What follows belongs to an exercise in optimizing a design on an open flow for small area, a short achievable clock period and few clock cycles per item; a production flow would make more cautious choices. The RTL was checked by simulation tests, not by an equivalence proof against the original design. Power and IR drop assume default switching activity.

Setup of onyx:
// desc_intake
module desc_intake (
    input  wire        clk,
    input  wire        rst,
    input  wire [1:0]  variant,      
    input  wire        in_valid,
    output wire        in_ready,
    input  wire [31:0] in_data,
    input  wire [5:0]  in_ring,
    input  wire [63:0] in_now,
    input  wire        rel_valid,
    input  wire [6:0]  rel_slot,
    output reg         out_valid,
    input  wire        out_ready,
    output reg         out_accept,
    output reg  [7:0]  out_status,
    output reg  [31:0] out_result,
    output reg  [15:0] out_tag,
    output reg  [15:0] out_opcode,
    output reg  [5:0]  out_ring
);
Size: about 2,600 cells after synthesis, roughly 960 flip-flops, roughly 200 I/O pins.
make LEC_CHECK=0 CAP_MARGIN=20 CORE_MARGIN=2 CORE_UTILIZATION=45 CTS_CLUSTER_DIAMETER=100 CTS_CLUSTER_SIZE=30 PLACE_DENSITY=0.65 SETUP_SLACK_MARGIN=4.4 SLEW_MARGIN=20 finish   # period 7.0 ns
run.sh (not shown) runs the stock make flow with config.mk's settings and CLKGATE_MAP_FILE= SYNTH_SCRIPT=/design/flow/synth_recipe.tcl, a recipe that flattens the netlist after the stock synthesis.
onyx | status: complete | timing, DRC, antenna: pass
Testbench counts of onyx, summed over its fixed seeds: cycles 51,224, items 3,200.
### onyx -> zinc
Settings: SETUP_SLACK_MARGIN: 4.4 -> 4.5; CORE_UTILIZATION: 45 -> 60; PLACE_DENSITY: 0.65 -> 0.75.
Findings:
- zinc: PASS, flow complete, no timing, DRC or antenna violations
- | first-pass GRT wire length | onyx vs zinc | ≈ equal |
- [compare] base=onyx new=zinc: non-clock buffer count +41; overall routing resource usage +7.0 points; number of non-filler instances in the completed layout -216.
- Looking at met3 usage, zinc sits above onyx.
- In zinc, row count is lower than in onyx.
- Compared with onyx, in zinc cell area rose by 1.2%; net total in the final layout up 41; sequential cell count level.
The inputs of harbor differ from those of zinc as listed below.
Settings: PLACE_DENSITY: 0.75 -> 0.6; SETUP_SLACK_MARGIN: 4.5 -> 5; CORE_UTILIZATION: 60 -> 40.
Results
harbor vs zinc: final area up in harbor
Summary — highest fanout seen on the critical path, harbor relative to zinc: lower, by 1.
Between zinc and harbor, post-layout minimum cycle time is higher for zinc, harbor comes in under that.
Clock tree skew after final layout: harbor vs zinc up 8.9 ps
## Diff of input files: delta against harbor
Settings: SETUP_SLACK_MARGIN changed from 5 to 4.5.
Findings:
Number of clock buffer instances in the layout shrinks slightly when moving from harbor to delta. delta vs harbor — standby leakage power dropped 0.0020 uW. The total number of multi-input combinational cells was comparable across delta and harbor. Wire length of the first global-routing pass for delta is lower than for harbor. Between delta and harbor, it is delta whose worst setup slack before clock tree synthesis is lower, by 130 ps. Synthesized area came out exactly the same in delta and harbor. Changes observed in delta relative to harbor: clock share of power went up, clock transition at the register clock pins on the worst setup and hold paths after CTS did not really move. On total power, delta does better than harbor.

========
v32:
Starting RTL as in the previous note.
Settings: LEC_CHECK=0, CAP_MARGIN=20, CORE_MARGIN=2, CORE_UTILIZATION=40, CTS_CLUSTER_DIAMETER=100, CTS_CLUSTER_SIZE=30, PLACE_DENSITY=0.6, SETUP_SLACK_MARGIN=4.6, SLEW_MARGIN=20, TNS_END_PERCENT=5; clock period 7.0 ns.
v32 went all the way through synthesis, placement and routing and the layout is clean on timing, DRC and antenna.
Testbench counts of v32, summed over its fixed seeds: cycles 51,224, items 3,200.
diff inputs: v32 => v24
Settings: CTS_CLUSTER_SIZE removed (was 30); CTS_CLUSTER_DIAMETER removed (was 100); SETUP_SLACK_MARGIN changed from 4.6 to 4.5; TNS_END_PERCENT removed (was 5).
==> notes.md <==
Number of diodes: v32 vs v24 identical
v24 vs v32: number of non-filler instances in the completed layout up
Diff v32..v24 | number of sequential cells in the layout | unchanged
Summary of v24 over v32: transition at the pin with the smallest max-transition slack +10 ps, aggregate negative setup slack level.
Comparing v24 and v32, setup slack of the critical path after layout is higher on v32.
diff inputs: v24 => v17
Settings: an added CTS_CLUSTER_SIZE of 30; an added CTS_CLUSTER_DIAMETER of 100.
==> flow/flow/run.sh (new file) <==
#!/bin/bash
# The standard layout, with plain buffers (rather than the resizer's pick of a
# delay cell) on the ports.
export BUFFER_PORTS_ARGS="-buffer_cell sky130_fd_sc_hd__buf_2"
bash standard.sh > standard.log 2>&1
==> flow/standard.sh (new file) <==
#!/bin/bash
# synth_recipe.tcl (not shown) runs the flow's synth.tcl, then flattens the netlist and writes it again
# the make line also repeats each setting of config.mk as NAME=value (left out here)
make -C /OpenROAD-flow-scripts/flow DESIGN_CONFIG=/design/flow/config.mk WORK_HOME=/design/flow/orfs CLKGATE_MAP_FILE= SYNTH_SCRIPT=/design/flow/synth_recipe.tcl "${@:-finish}"
removed: flow/run.sh
## What came out
- v17 finished every step from synthesis to the final layout, and the layout passed the timing, design-rule and antenna checks.
- From v24 to v17 the numbers moved as follows: final area -about 6.6%, measured slew at the worst slew-check pin rose 56 ps.
- Looking at fraction of area in clock buffers and inverters across v17 and v24, the one that comes out higher is v24.
- In the metrics for v17 and v24, the one carrying the higher area overhead of the layout relative to synthesis is v24.
- Diff v24 -> v17 | clock latency reported for the late side of the worst-skew pair | decrease of 60 ps
- Per the comparison of v17 with v24, non-clock buffer count fell by about 3.7%, total length of routed wires fell by 2.0%.

-- port drivers added, routing unchanged --
No port has a modelled driver above. Below, the same layouts with a new extraction and two added sets of constraints.
Step 1: set_driving_cell puts a clkbuf_16 on clk and a buf_2 on each other input, an assumption about the parent block.
Step 2 adds t to the input delays and takes it off the output delays; t is the mean of the earliest and latest rising clock arrival at the registers after step 1. Input paths then give back, and output paths get back, about the clock's delay inside the block.
a / b / c = ideal ports / drivers / drivers and shift; a / b = the first two.
run | shift t [ns] | setup slack, ns | worst hold slack (ns) | slew at the worst register clock pin (ns) | pins driven straight from the clock port
onyx | 0.677 | 4.228 / 4.228 / 3.883 | 0.325 / 0.325 / 0.325 | 0.12 / 0.12 | 1
zinc | 0.667 | 4.246 / 4.202 / 3.962 | 0.326 / 0.326 / 0.326 | 0.12 / 0.12 | 1
harbor | 0.682 | 4.281 / 4.218 / 4.308 | 0.318 / 0.318 / 0.318 | 0.12 / 0.12 | 1
delta | 0.682 | 4.267 / 4.203 / 4.010 | 0.319 / 0.319 / 0.319 | 0.12 / 0.12 | 1
v32 | 0.671 | 4.246 / 4.184 / 3.773 | 0.322 / 0.322 / 0.322 | 0.12 / 0.12 | 1
v24 | 0.712 | 4.236 / 4.174 / 3.951 | 0.298 / 0.298 / 0.298 | 0.07 / 0.07 | 1
v17 | 0.681 | 4.277 / 4.213 / 3.988 | 0.314 / 0.314 / 0.314 | 0.12 / 0.12 | 1
After both steps every run listed still meets setup and hold. The setup slack of v32, which loses most, moves by -0.062 ns with the drivers and by -0.473 ns with both steps.
